This design comes from an exercise in tuning for small area, a short achievable clock period and few clock cycles per item on the open sky130 flow, not from production work. The RTL was checked by simulation tests, not by an equivalence proof against the original design.

// aes_enc_core
module aes_enc_core (
    input  wire         clk,
    input  wire         rst,         
    input  wire         in_valid,
    output wire         in_ready,
    input  wire         key_256,     
    input  wire [255:0] key,
    input  wire [127:0] block_in,
    output reg          out_valid,
    output wire [127:0] block_out
);
Size: ~6,500 cells after synthesis, ~520 I/O pins.
Settings: LEC_CHECK=0, CAP_MARGIN=20, CORE_MARGIN=2, CORE_UTILIZATION=60, PLACE_DENSITY=0.7, SETUP_SLACK_MARGIN=5, SLEW_MARGIN=20; clock period 9.0 ns.
standard.sh (not shown) runs the stock make flow with config.mk's settings and CLKGATE_MAP_FILE= SYNTH_SCRIPT=/design/flow/synth_recipe.tcl, a recipe that flattens the netlist after the stock synthesis.
==> flow/flow/run.sh <==
#!/bin/bash
set -euo pipefail
rm -rf scripts
cp -r "$FLOW_HOME/scripts" scripts
cat > scripts/abc_speed.script <<'EOT'
&get -n
&st
&dch
&nf -R 1000
&put
buffer -c
topo
stime -c
upsize -c
dnsize -c
EOT
bash standard.sh SCRIPTS_DIR="$PWD/scripts" SETUP_SLACK_MARGIN=5.6 \
  "BUFFER_PORTS_ARGS=-buffer_cell sky130_fd_sc_hd__buf_1" \
  "CTS_ARGS=-sink_clustering_enable -repair_clock_nets -dont_use_dummy_load -sink_clustering_size 24 -sink_clustering_max_diameter 120" finish > standard.log 2>&1
The baseline completed with no timing, DRC or antenna violations.
Testbench counts at the start, summed over its fixed seeds: cycles 23,252, items 1,920.
Rerun with:
==> flow/flow/run.sh (replaced) <==
#!/bin/bash
# The standard layout (settings from config.mk), with the smallest buffer on every port.
set -euo pipefail
bash standard.sh SETUP_SLACK_MARGIN=5.45 "BUFFER_PORTS_ARGS=-buffer_cell sky130_fd_sc_hd__buf_1" finish > standard.log 2>&1
--- a/flow/config.mk
+++ b/flow/config.mk
@@ -7,0 +8 @@
+export ABC_AREA = 1
=> The changed run produced a clean layout; routed wire length is higher by about 60%; hold slack loses 17 ps; first-iteration DRC count is higher by about 140%; clock-buffer cell count is higher by 91.
Rerun with:
==> flow/flow/run.sh (replaced) <==
#!/bin/bash
# The standard layout (settings from config.mk), with the smallest buffer on every port.
set -euo pipefail
bash standard.sh SETUP_SLACK_MARGIN=5.3 "BUFFER_PORTS_ARGS=-buffer_cell sky130_fd_sc_hd__buf_1" finish > standard.log 2>&1
--- a/flow/config.mk
+++ b/flow/config.mk
@@ -8 +7,0 @@
-export ABC_AREA = 1
The new run went through all stages and came out clean.
Non-clock buffer count came out higher by 81.
Rerun with:
==> flow/flow/run.sh (replaced) <==
#!/bin/bash
# The standard layout (settings from config.mk), with the smallest buffer on every port.
set -euo pipefail
bash standard.sh "BUFFER_PORTS_ARGS=-buffer_cell sky130_fd_sc_hd__buf_1" finish > standard.log 2>&1
--- a/flow/config.mk
+++ b/flow/config.mk
@@ -10,2 +10,2 @@
-export CORE_UTILIZATION = 60
-export PLACE_DENSITY = 0.7
+export CORE_UTILIZATION = 45
+export PLACE_DENSITY = 0.6
Outcome: Synthesized area is unchanged. Final area went down slightly. Worst setup slack is worse by 240 ps. Hold slack is worse by 8.4 ps. First-iteration DRC count went down by roughly a tenth. Core utilization went down by 19 points. Via count went down slightly. Synthesized cell count does not change.

* * *

aes_enc_core again, from the RTL that the note above started with.
Design aes_enc_core, start of the top module:
module aes_enc_core (
    input  wire         clk,
    input  wire         rst,         
    input  wire         in_valid,
    output wire         in_ready,
    input  wire         key_256,     
    input  wire [255:0] key,
    input  wire [127:0] block_in,
    output reg          out_valid,
    output wire [127:0] block_out
);
export LEC_CHECK = 0
export CAP_MARGIN = 20
export CORE_MARGIN = 2
export CORE_UTILIZATION = 60
export PLACE_DENSITY = 0.7
export SETUP_SLACK_MARGIN = 5
export SLEW_MARGIN = 20
create_clock -name core_clock -period 9.0 [get_ports {clk}]
==> flow/flow/run.sh <==
#!/bin/bash
# The standard layout (settings from config.mk), with the smallest buffer on every port.
set -euo pipefail
bash standard.sh SETUP_SLACK_MARGIN=5.6 "BUFFER_PORTS_ARGS=-buffer_cell sky130_fd_sc_hd__buf_1" finish > standard.log 2>&1
The first run finished with timing, DRC and antenna clean.
Testbench counts at the start, summed over its fixed seeds: cycles 23,252, items 1,920.
Then changed:
==> flow/flow/run.sh (replaced) <==
#!/bin/bash
set -euo pipefail
rm -rf scripts
cp -r "$FLOW_HOME/scripts" scripts
cat > scripts/abc_speed.script <<'EOT'
&get -n
&st
&dch
&nf
&put
topo
stime -c
buffer -c
upsize -c
dnsize -c
EOT
bash standard.sh SCRIPTS_DIR="$PWD/scripts" SETUP_SLACK_MARGIN=5.6 \
  "BUFFER_PORTS_ARGS=-buffer_cell sky130_fd_sc_hd__buf_1" \
  "CTS_ARGS=-sink_clustering_enable -repair_clock_nets -dont_use_dummy_load -sink_clustering_size 24 -sink_clustering_max_diameter 120" finish > standard.log 2>&1
After rerunning: Flip-flop and latch count stays the same. Core utilization falls by 6.8 points. Hold slack loses 0.0099 ns. Die area falls by about 5%. Final area falls by 14%.
Then changed:
==> flow/flow/run.sh (replaced) <==
#!/bin/bash
# The standard layout (settings from config.mk), with the smallest buffer on every port.
set -euo pipefail
bash standard.sh "BUFFER_PORTS_ARGS=-buffer_cell sky130_fd_sc_hd__buf_1" finish > standard.log 2>&1
The new run ran to the end with no violations.
Design area is higher by 5.6%.
Via count is higher by 6.2%.
Worst hold slack gains 0.012 ns.
Worst setup slack loses 0.54 ns.
Area after synthesis came out higher by 5.5%.
Synthesized cell count grows by 3.9%.
Clock-buffer cell count came out higher by 99.
Routed wire length goes up by 0.47%.
Then changed:
==> flow/flow/run.sh (replaced) <==
#!/bin/bash
set -euo pipefail
rm -rf scripts
cp -r "$FLOW_HOME/scripts" scripts
cat > scripts/abc_speed.script <<'EOT'
&get -n
&st
&dc2
&dch -f
&nf -R 1000
&put
buffer -c
topo
stime -c
upsize -c
dnsize -c
EOT
bash standard.sh SCRIPTS_DIR="$PWD/scripts" SETUP_SLACK_MARGIN=5.6 \
  "BUFFER_PORTS_ARGS=-buffer_cell sky130_fd_sc_hd__buf_1" \
  "CTS_ARGS=-sink_clustering_enable -repair_clock_nets -dont_use_dummy_load -sink_clustering_size 24 -sink_clustering_max_diameter 120" finish > standard.log 2>&1
The changed run finished with timing, DRC and antenna clean.
Non-clock buffer count climbs by 155.
Worst setup slack is better by 0.55 ns.
Sequential share of layout area climbs by 1.0 points.
Area after synthesis drops by 5.2%.
Via count drops by 3.4%.
Then changed:
--- a/flow/flow/run.sh
+++ b/flow/flow/run.sh
@@ -6,6 +6,5 @@
 &get -n
 &st
-&dc2
-&dch -f
+&dch
 &nf -R 1000
 &put
CORE_UTILIZATION = 70   (was 60)
PLACE_DENSITY = 0.8   (was 0.7)
Result:
- The new run produced a clean layout
- utilization rose by 11 points
- setup slack loses 0.088 ns
- fmax goes down by about 2.5%
- clock-buffer cell count is unchanged
Then changed:
--- a/flow/flow/run.sh
+++ b/flow/flow/run.sh
@@ -15,5 +15,5 @@
 dnsize -c
 EOT
-bash standard.sh SCRIPTS_DIR="$PWD/scripts" SETUP_SLACK_MARGIN=5.6 \
+bash standard.sh SCRIPTS_DIR="$PWD/scripts" SETUP_SLACK_MARGIN=5.75 \
   "BUFFER_PORTS_ARGS=-buffer_cell sky130_fd_sc_hd__buf_1" \
   "CTS_ARGS=-sink_clustering_enable -repair_clock_nets -dont_use_dummy_load -sink_clustering_size 24 -sink_clustering_max_diameter 120" finish > standard.log 2>&1
CORE_UTILIZATION = 60   (was 70)
PLACE_DENSITY = 0.7   (was 0.8)
What happened: The changed run finished clean. Fmax rises by 6.5%. Design area rises by 4.0%. Non-clock buffer count rises by 99. Routed wire length rises by 3.3%. Sequential cell count stays the same. Synthesized area does not change. Global-route usage falls by 3.9 points. Worst hold slack barely changes. Final cell count rises by 3.0%. Via count falls by 1.2%.

-- separate check: timing with driven ports --
Ports are ideal in the flow. The routed layouts listed here were re-timed in OpenROAD. Step 1, drivers: a clkbuf_16 drives clk and a buf_2 each remaining input, both assumed. Step 2 also shifts input and output timing later by t, the mid clock arrival at the registers, as if the neighbouring blocks saw the same clock. a / b / c = ideal ports / drivers / drivers and shift; a / b = the first two.
| run | t, ns | setup WS [ns] | slew at the worst register clock pin (ns) | worst slew at a driven data input, ns | pins driven straight from the clock port |
|---|---|---|---|---|---|
| the first run of note 1 | 0.756 | 5.660 / 5.587 / 5.681 | 0.11 / 0.11 | 0.16 | 1 |
| the second run of note 1 | 0.861 | 5.480 / 5.388 / 5.556 | 0.07 / 0.07 | 0.22 | 1 |
| the third run of note 1 | 0.793 | 5.280 / 5.280 / 5.280 | 0.07 / 0.07 | 0.09 | 1 |
| the fourth run of note 1 | 0.844 | 5.041 / 5.041 / 5.041 | 0.07 / 0.07 | 0.21 | 1 |
| the first run of note 2 | 0.792 | 5.593 / 5.580 / 5.593 | 0.07 / 0.07 | 0.10 | 1 |
| the second run of note 2 | 0.748 | 5.597 / 5.597 / 5.597 | 0.11 / 0.11 | 0.08 | 1 |
| the third run of note 2 | 0.792 | 5.059 / 5.059 / 5.059 | 0.07 / 0.07 | 0.09 | 1 |
| the fourth run of note 2 | 0.771 | 5.614 / 5.614 / 5.614 | 0.11 / 0.11 | 0.11 | 1 |
| the fifth run of note 2 | 0.712 | 5.526 / 5.526 / 5.526 | 0.11 / 0.11 | 0.10 | 1 |
| the sixth run of note 2 | 0.757 | 5.737 / 5.663 / 5.749 | 0.11 / 0.11 | 0.15 | 1 |
After both steps setup and hold are still met in every run listed.
